This design comes from an exercise in tuning for small area, a short achievable clock period and few clock cycles per item on the open sky130 flow, not from production work.
Only simulation tests tie the RTL to the original design; equivalence was not proved.
Power is estimated from default activity; no workload was simulated.

==> flow/design.v <==
module conf_fdiv (
    input  wire               clk,
    input  wire               rst,
    input  wire               start,
    input  wire signed [35:0] dividend,
    input  wire        [14:0] divisor,
    output reg                done,
    output reg  signed [35:0] quot,
    output reg         [14:0] rem
);
    reg        [35:0] mag;      
    reg        [15:0] r;        
    reg        [14:0] dsor;
    reg               neg;
    reg        [5:0]  cnt;
    reg               run;
    reg               fix;
    wire [15:0] r_shift = {r[14:0], mag[35]};
    wire        take    = (r_shift >= {1'b0, dsor});
    wire [15:0] r_next  = take ? (r_shift - {1'b0, dsor}) : r_shift;
    always @(posedge clk) begin
        if (rst) begin
            run  <= 1'b0;
            fix  <= 1'b0;
            done <= 1'b0;
            cnt  <= 6'd0;
        end else begin
            done <= 1'b0;
            if (start) begin
                neg  <= dividend[35];
                mag  <= dividend[35] ? (~dividend + 36'd1) : dividend;
                r    <= 16'd0;
                dsor <= divisor;
                cnt  <= 6'd36;
                run  <= 1'b1;
            end else if (run) begin
                mag <= {mag[34:0], take};
                r   <= r_next;
                cnt <= cnt - 6'd1;
                if (cnt == 6'd1) begin
                    run <= 1'b0;
                    fix <= 1'b1;
                end
            end else if (fix) begin
                fix  <= 1'b0;
                done <= 1'b1;
                if (neg) begin
                    if (r != 16'd0) begin
                        quot <= ~mag;                     
                        rem  <= dsor - r[14:0];
                    end else begin
                        quot <= ~mag + 36'd1;             
                        rem  <= 15'd0;
                    end
                end else begin
                    quot <= mag;
                    rem  <= r[14:0];
                end
            end
        end
    end
endmodule
module conf_raymap (
    input  wire        clk,
    input  wire        rst,
    input  wire [12:0] cfg_hogels_x,      
    input  wire [12:0] cfg_hogels_y,      
    input  wire [4:0]  cfg_views_u,       
    input  wire [4:0]  cfg_views_v,       
    input  wire [1:0]  cfg_lens_type,     
    input  wire [1:0]  cfg_layout,        
    input  wire [1:0]  cfg_view_flip,
    input  wire [7:0]  cfg_slant_p,       
    input  wire [4:0]  cfg_slant_q,       
    input  wire [14:0] cfg_pitch_x,       
    input  wire [14:0] cfg_pitch_y,       
    input  wire        req_valid,
    output wire        req_ready,
    input  wire [15:0] req_px,
    input  wire [15:0] req_py,
    input  wire [1:0]  req_k,
    output wire        map_req,
    output wire [23:0] map_addr,
    input  wire        map_ack,
    input  wire [63:0] map_data,
    output wire        res_valid,
    input  wire        res_ready,
    output wire [1:0]  res_kind,          
    output wire [29:0] res_ray,
    output wire [1:0]  res_colour         
);
    localparam [3:0] S_IDLE   = 4'd0,
                     S_SLANT  = 4'd1,
                     S_SLANTW = 4'd2,
                     S_HY     = 4'd3,
                     S_HYW    = 4'd4,
                     S_HX     = 4'd5,
                     S_HXW    = 4'd6,
                     S_CHECK  = 4'd7,
                     S_MAP    = 4'd8,
                     S_A      = 4'd9,
                     S_AW     = 4'd10,
                     S_B      = 4'd11,
                     S_BW     = 4'd12,
                     S_ROT    = 4'd13,
                     S_VIEW   = 4'd14,
                     S_OUT    = 4'd15;
    localparam [1:0] K_MAPPED = 2'd0, K_UNMAPPED = 2'd1, K_BLACK = 2'd2;
    reg [3:0] state;
    reg signed [31:0] x;         
    reg        [23:0] y;         
    reg        [23:0] hy;
    reg signed [31:0] hx;
    reg        [14:0] rx, ry;    
    reg        [23:0] idx;       
    reg signed [17:0] dx, dy;
    reg signed [11:0] rot, scale;
    reg signed [35:0] a, b;
    reg signed [35:0] a2, b2;
    reg        [1:0]  kind;
    reg        [29:0] ray;
    reg        [1:0]  colour;
    reg                div_start;
    reg  signed [35:0] div_n;
    reg         [14:0] div_d;
    wire               div_done;
    wire signed [35:0] div_q;
    wire        [14:0] div_r;
    conf_fdiv u_div (
        .clk(clk), .rst(rst), .start(div_start),
        .dividend(div_n), .divisor(div_d),
        .done(div_done), .quot(div_q), .rem(div_r)
    );
    wire [25:0] px768 = {req_px, 9'd0} + {1'b0, req_px, 8'd0};
    wire [23:0] py256 = {req_py, 8'd0};
    reg  [25:0] x_in;
    reg  [23:0] y_in;
    always @(*) begin
        if (cfg_lens_type == 2'd1 || cfg_layout[1]) begin
            x_in = px768 + 26'd384;
        end else begin
            x_in = px768 + {15'd0, req_k, 8'd0} + 26'd128;
        end
        if (cfg_lens_type != 2'd1 && cfg_layout[1]) begin
            y_in = py256 + 24'd43 + 24'd85 * {22'd0, req_k};
        end else begin
            y_in = py256 + 24'd128;
        end
    end
    wire signed [32:0] slant_prod = $signed(cfg_slant_p) * $signed({1'b0, y});
    wire signed [31:0] half_px    = {18'd0, cfg_pitch_x[14:1]};
    wire signed [31:0] half_py    = {18'd0, cfg_pitch_y[14:1]};
    wire               hx_out     = hx[31] || (hx >= $signed({19'd0, cfg_hogels_x}));
    wire               hy_out     = (hy >= {11'd0, cfg_hogels_y});
    wire        [23:0] idx_calc   = hy[11:0] * cfg_hogels_x[12:0] + hx[23:0];
    wire signed [15:0] e_dx    = map_data[15:0];
    wire signed [15:0] e_dy    = map_data[31:16];
    wire signed [11:0] e_rot   = map_data[43:32];
    wire signed [11:0] e_scale = map_data[55:44];
    wire               e_black = map_data[56];
    wire signed [47:0] sa = scale * a;
    wire signed [47:0] rb = rot * b;
    wire signed [47:0] sb = scale * b;
    wire signed [47:0] ra = rot * a;
    wire signed [47:0] ta = sa - rb;
    wire signed [47:0] tb = sb + ra;
    wire signed [5:0]  vu_s = $signed({1'b0, cfg_views_u});
    wire signed [5:0]  vv_s = $signed({1'b0, cfg_views_v});
    wire signed [41:0] up_prod = (a2 + 36'sd32768) * vu_s;
    wire signed [41:0] vp_prod = (b2 + 36'sd32768) * vv_s;
    wire signed [25:0] up_raw  = up_prod[41:16];
    wire signed [25:0] vp_raw  = vp_prod[41:16];
    reg         [3:0]  up, vp, vu, vv;
    always @(*) begin
        if (up_raw < 0)                               up = 4'd0;
        else if (up_raw > $signed({21'd0, cfg_views_u}) - 26'sd1) up = cfg_views_u[3:0] - 4'd1;
        else                                          up = up_raw[3:0];
        if (vp_raw < 0)                               vp = 4'd0;
        else if (vp_raw > $signed({21'd0, cfg_views_v}) - 26'sd1) vp = cfg_views_v[3:0] - 4'd1;
        else                                          vp = vp_raw[3:0];
        vu = cfg_view_flip[0] ? (cfg_views_u[3:0] - 4'd1 - up) : up;
        vv = cfg_view_flip[1] ? (cfg_views_v[3:0] - 4'd1 - vp) : vp;
    end
    wire [31:0] ray_calc = ({8'd0, idx} * {27'd0, cfg_views_v} + {28'd0, vv}) * {27'd0, cfg_views_u}
                         + {28'd0, vu};
    always @(*) begin
        div_start = 1'b0;
        div_n     = 36'sd0;
        div_d     = cfg_pitch_x;
        case (state)
            S_SLANT: begin
                div_start = 1'b1;
                div_n     = {{3{slant_prod[32]}}, slant_prod};
                div_d     = {10'd0, cfg_slant_q};
            end
            S_HY: begin
                div_start = 1'b1;
                div_n     = {12'd0, y};
                div_d     = cfg_pitch_y;
            end
            S_HX: begin
                div_start = 1'b1;
                div_n     = {{4{x[31]}}, x};
                div_d     = cfg_pitch_x;
            end
            S_A: begin
                div_start = 1'b1;
                div_n     = {{2{dx[17]}}, dx, 16'd0};
                div_d     = cfg_pitch_x;
            end
            S_B: begin
                div_start = 1'b1;
                div_n     = {{2{dy[17]}}, dy, 16'd0};
                div_d     = cfg_pitch_y;
            end
            default: ;
        endcase
    end
    always @(posedge clk) begin
        if (rst) begin
            state <= S_IDLE;
        end else begin
            case (state)
                S_IDLE: if (req_valid) begin
                    x      <= {6'd0, x_in};
                    y      <= y_in;
                    colour <= cfg_layout[0] ? (2'd2 - req_k) : req_k;
                    state  <= (cfg_lens_type == 2'd0) ? S_SLANT : S_HY;
                end
                S_SLANT:  state <= S_SLANTW;
                S_SLANTW: if (div_done) begin
                    x     <= x - div_q[31:0];
                    state <= S_HY;
                end
                S_HY:     state <= S_HYW;
                S_HYW: if (div_done) begin
                    hy    <= div_q[23:0];
                    ry    <= div_r;
                    if (cfg_lens_type == 2'd2 && div_q[0])
                        x <= x - half_px;
                    state <= S_HX;
                end
                S_HX:     state <= S_HXW;
                S_HXW: if (div_done) begin
                    hx    <= div_q[31:0];
                    rx    <= div_r;
                    state <= S_CHECK;
                end
                S_CHECK: begin
                    idx <= idx_calc;
                    if (hx_out || hy_out) begin
                        kind  <= K_UNMAPPED;
                        ray   <= 30'd0;
                        state <= S_OUT;
                    end else begin
                        state <= S_MAP;
                    end
                end
                S_MAP: if (map_ack) begin
                    if (e_black) begin
                        kind  <= K_BLACK;
                        ray   <= 30'd0;
                        state <= S_OUT;
                    end else begin
                        dx    <= $signed({3'd0, rx}) - $signed(half_px[17:0]) - e_dx;
                        dy    <= $signed({3'd0, ry}) - $signed(half_py[17:0]) - e_dy;
                        rot   <= e_rot;
                        scale <= e_scale;
                        state <= S_A;
                    end
                end
                S_A:      state <= S_AW;
                S_AW: if (div_done) begin
                    a     <= div_q;
                    state <= S_B;
                end
                S_B:      state <= S_BW;
                S_BW: if (div_done) begin
                    b     <= div_q;
                    state <= S_ROT;
                end
                S_ROT: begin
                    a2    <= a + {{4{ta[47]}}, ta[47:16]};
                    b2    <= b + {{4{tb[47]}}, tb[47:16]};
                    state <= S_VIEW;
                end
                S_VIEW: begin
                    kind  <= K_MAPPED;
                    ray   <= ray_calc[29:0];
                    state <= S_OUT;
                end
                S_OUT: if (res_ready) state <= S_IDLE;
                default: state <= S_IDLE;
            endcase
        end
    end
    assign req_ready  = (state == S_IDLE);
    assign map_req    = (state == S_MAP);
    assign map_addr   = idx;
    assign res_valid  = (state == S_OUT);
    assign res_kind   = kind;
    assign res_ray    = ray;
    assign res_colour = colour;
endmodule
==> flow/run.sh <==
#!/bin/bash
# synth_recipe.tcl (not shown) runs the flow's synth.tcl, then flattens the netlist and writes it again
# the make line also repeats each setting of config.mk as NAME=value (left out here)
make -C /OpenROAD-flow-scripts/flow DESIGN_CONFIG=/design/flow/config.mk WORK_HOME=/design/flow/orfs CLKGATE_MAP_FILE= SYNTH_SCRIPT=/design/flow/synth_recipe.tcl finish
==> flow/config.mk <==
export PLATFORM = sky130hd
export DESIGN_NAME = conf_raymap
export DESIGN_NICKNAME = conf_raymap
export VERILOG_FILES = /design/flow/design.v
export SDC_FILE = /design/flow/constraint.sdc
export NUM_CORES = 4
export LEC_CHECK = 0
export CAP_MARGIN = 20
export CORE_MARGIN = 2
export CORE_UTILIZATION = 40
export SLEW_MARGIN = 20
==> flow/constraint.sdc <==
create_clock -name core_clock -period 20.0 [get_ports {clk}]
set_input_delay 4.0000 -clock core_clock [delete_from_list [all_inputs] [get_ports {clk}]]
set_output_delay 4.0000 -clock core_clock [all_outputs]
set_load 0.01 [all_outputs]
==> flow_summary.ini <==
[outcome]
status = finished clean

[drt]
drc_errors = 0
drt-met1-wl_mm = 145
drt_iter0_drc = 5905
drtAntennaViolNets = 0
route.met2.wl_mm = 156
routed_via_density = 5.17
vias = 87832
wl_per_cell_um = 19.3
top_layer_used = met5
wl_mm = 328
met3_length_mm = 17.5
drt_pass1_iterations = 6

[worst_setup_path]
slowest_delay_ps = 560
crit_path_frequent_cell = fa_1
crit_start = cfg_views_v[0]
start_kind = input pin
critPathSlowestCell = fa_1
cp_top_family = adder cells
worstPathRequired_ps = 20420
cp_num_buf_inv = 13
cp.arrival_ps = 19540
critPathKind = in -> reg
rr_startpoint = b2[15]$_DFFE_PP_
cp.depth = 78
critical_path.endpoint_type = flip-flop
regToRegEndpoint = ray[29]$_SDFFCE_PN0P_
r2r_slack_ps = 3070
setup.worst_path.end = ray[29]$_SDFFCE_PN0P_
path_max_fanout = 11
rr_worst_depth = 81

[cts]
clock-sinks = 530
cts_hold_buf = 0
insertion_delay_ps = 740
cts_tree = built
numCtsBuffers = 73
clk_pin_slew_worst_paths_ps = 60
clock_path_buffers = 3
cts.htree.levels = 3
cts_root_buf = clkbuf_16

[synth]
synth-async-reset-ratio = 0
synth_edf_count = 517
yosysUniqueCellTypes = 87
ys.flop_type = edfxtp_1
synth_fp_nets = 16399
ys_seq_area_frac = 0.131
synth_xor_area_frac = 0.0390
yosys_warnings = 2
synth.area.mux_share = 0.00366
avgSynthCellArea_sq_um = 9.37
synthSimpleGateAreaFrac = 0.163
synth_seq_cells = 530
synth_area_sq_um = 120000
synthAdderAreaFrac = 0.493
postSynthCellCount = 12856
synth-compound-area-share = 0.0749
synth_top_family_by_area = adder cells

[layout]
syn2layout_area_growth_pct = 8.96
multi_input_area_sq_um = 93500
regArea_sq_um = 15800
num-fill-cells = 29270
final_cells = 17005
nets = 16526
drive_above_1_share = 0.0436

[floorplan]
io_pins = 249
rows = 201
dieHeight_um = 553
die_area_sq_um = 306000
initial_core_util = 0.402
coreArea_sq_um = 300000
dieWidth_um = 553

[flow_run]
max_cap_viol_count = 0

[timing]
setup_viol_count_final = 0
tightest_slew_ps = 1150
finClkSkew_ps = 58.1
finalHoldViolCount = 0
fin_crit_sh = 0.956
period_needed_ps = 19110
slew_headroom = 0.228
drv_slew = 0
fmax_mhz = 52.3

[global_route]
grt_pass1_vias = 90913
grt_max_degree = 73
gr-total-overflow = 0
grt_pass1_wl_mm = 526
grt_antenna_before_repair = 19
track_usage = 0.219

[placed_design]
hpwlAfterDp_mm = 260
dp_cells = 16864
io_buffers = 241
place_congestion = 0.899

[power]
vdd.ir_drop.worst_mv = 0.157
p_leak_uw = 0.0623
power.total_uw = 10200
powerDensity_nw_per_um2 = 78.0

[hold_path]
hold_class = reg -> reg
-- kinds of logic after synthesis --
family | after synthesis
compound gates | 1365
xor+xnor | 534
fa+ha+maj | 3355
buf+inv | 3039
flops | 530
mux | 43
simple gates | 3990
-- final cells by class --
cell class                 count  area share
clock buffer                  76      0.0140
sequential                   530       0.120
antenna                        3   0.0000572
clock inverter                60     0.00578
multi-input combinational   9287       0.712
inverter                    2516      0.0720
timing repair inverter         1   0.0000381
tap                         3958      0.0377
timing repair buffer         574      0.0379
-- how the worst min path moves through the flow --
stage	startpoint	cells after the start	to	slack (ps)
6_report	u_div.rem[1]$_DFFE_PP_	0	rx[1]$_DFFE_PP_	430
4_1_cts	u_div.rem[7]$_DFFE_PP_	0	ry[7]$_DFFE_PP_	430
3_5_place_dp	u_div.rem[1]$_DFFE_PP_	0	rx[1]$_DFFE_PP_	430
2_1_floorplan	u_div.quot[32]$_DFFE_PP_	0	a[32]$_DFFE_PP_	420
3_3_place_gp	u_div.quot[33]$_DFFE_PP_	0	a[33]$_DFFE_PP_	430
5_1_grt	u_div.rem[7]$_DFFE_PP_	0	rx[7]$_DFFE_PP_	430
-- cells in the final DEF, fill, tap and decap left out, types with 32 or more instances in the layout --
master / count
nor2_1: 510
mux2i_1: 35
nor4_1: 38
nand3_1: 109
fa_1: 2328
clkdlybuf4s50_1: 235
a31oi_1: 32
xor2_1: 152
and3_1: 62
a21boi_0: 39
ha_1: 1027
a21o_1: 211
inv_1: 2511
and2_1: 1180
a211oi_1: 41
edfxtp_1: 517
o21a_1: 66
xnor2_1: 378
a21oi_1: 342
nor3_1: 108
clkbuf_16: 73
o21bai_1: 63
nand2_1: 1548
buf_4: 326
nor2b_1: 78
o21ai_0: 254
nand4_1: 55
nand2b_1: 150
-- state kept, by name (all words and copies together) (netlist names), 20 cells and up --
signal and count:
idx 24, hx 32, b 36, hy 24, a2 36, u_div.mag 36
b2 36, a 36, x 32, ray 30, y 20, u_div.quot 36
-- layer usage --
metal / global-route usage / up-vias
met3: 0.0260 / 377
li1: - / 40176
met4: 0.0505 / 18
met1: 0.303 / 45109
met5: 0 / -
met2: 0.365 / 2152
-- cell usage after synthesis, drive strengths merged, types with 12 or more instances --
master  number  area, sq um
or4         16          120
nand3      111          556
a22oi       23          173
ha        1027        12800
clkbuf     498         1870
mux2i       35          350
nand2     1548         5810
a21o       211         1580
and3        64          400
o22ai       18          113
xor2       153         1340
nor2       520         1950
o211ai      20          150
nand2b     150          938
and2      1180         7380
a21oi      349         1750
a221oi      18          164
o21a        66          495
dfxtp       13          260
a211oi      45          338
and4        17          149
nor3       114          576
nor4        39          244
xnor2      379         3320
edfxtp     517        15500
o31a        12          105
a21boi      40          300
a22o        15          131
o31ai       34          274
inv       2515         9440
or2         23          144
o21bai      64          484
buf         25          101
fa        2328        46600
a211o       21          184
or3         31          194
nor2b       79          494
o21ai      264         1320
a31o        12          105
nand4       55          344
a31oi       32          200
-- per-stage QoR --
stage	worst slack, ps	util	TNS, ps	cell area [sq um]	hold slack [ps]
CTS	86.2	0.437	0	131000	430
global route	-66.0	0.438	-66.0	131000	434
detailed placement	-652	0.429	-688	129000	429
finish	888	0.438	0	131000	435
floorplan	859	-	0	120000	421
global placement	-706	0.429	-791	129000	426
-- where the power goes --
part	total (uW)	switching (uW)	internal [uW]
sequential	1600	154	1450
combinational	7200	4030	3180
clock	1440	619	818
total	10200	4800	5440
-- timing repair --
item | CTS | global route
resized for setup | 1 | 36
endpoints found under the hold margin | 0 | 0
gates cloned | 0 | 1
endpoints found under the setup margin | 1 | 8
setup buffers | 0 | 1
pin swaps | 0 | 15
Testbench counts, summed over its fixed seeds: cycles 1,806,296, items 11,520.

-- re-timing with driven ports --
In the flow no input, the clock included, has a driving cell. The finished layout below was timed again as built, in two steps.
Step 1 sets driving cells, clkbuf_16 on the clock port and buf_2 on the other inputs (assumed; they add their load-dependent delay and slew).
Step 2 adds t to the input delays and takes it off the output delays; t is the mean of the earliest and latest rising clock arrival at the registers after step 1. Input paths then give back, and output paths get back, about the clock's delay inside the block.
Three values: no drivers, after step 1, after step 2; two values: the first two.
shift t [ns]: 0.809
setup WS [ns]: 0.888 / 0.961 / 0.151
worst hold slack (ns): 0.435 / 0.435 / 0.435
worst setup path at the end: input to register
After both steps this run still meets setup and hold. For this run, drivers alone change the setup slack by +0.073 ns; drivers and shift together by -0.737 ns.
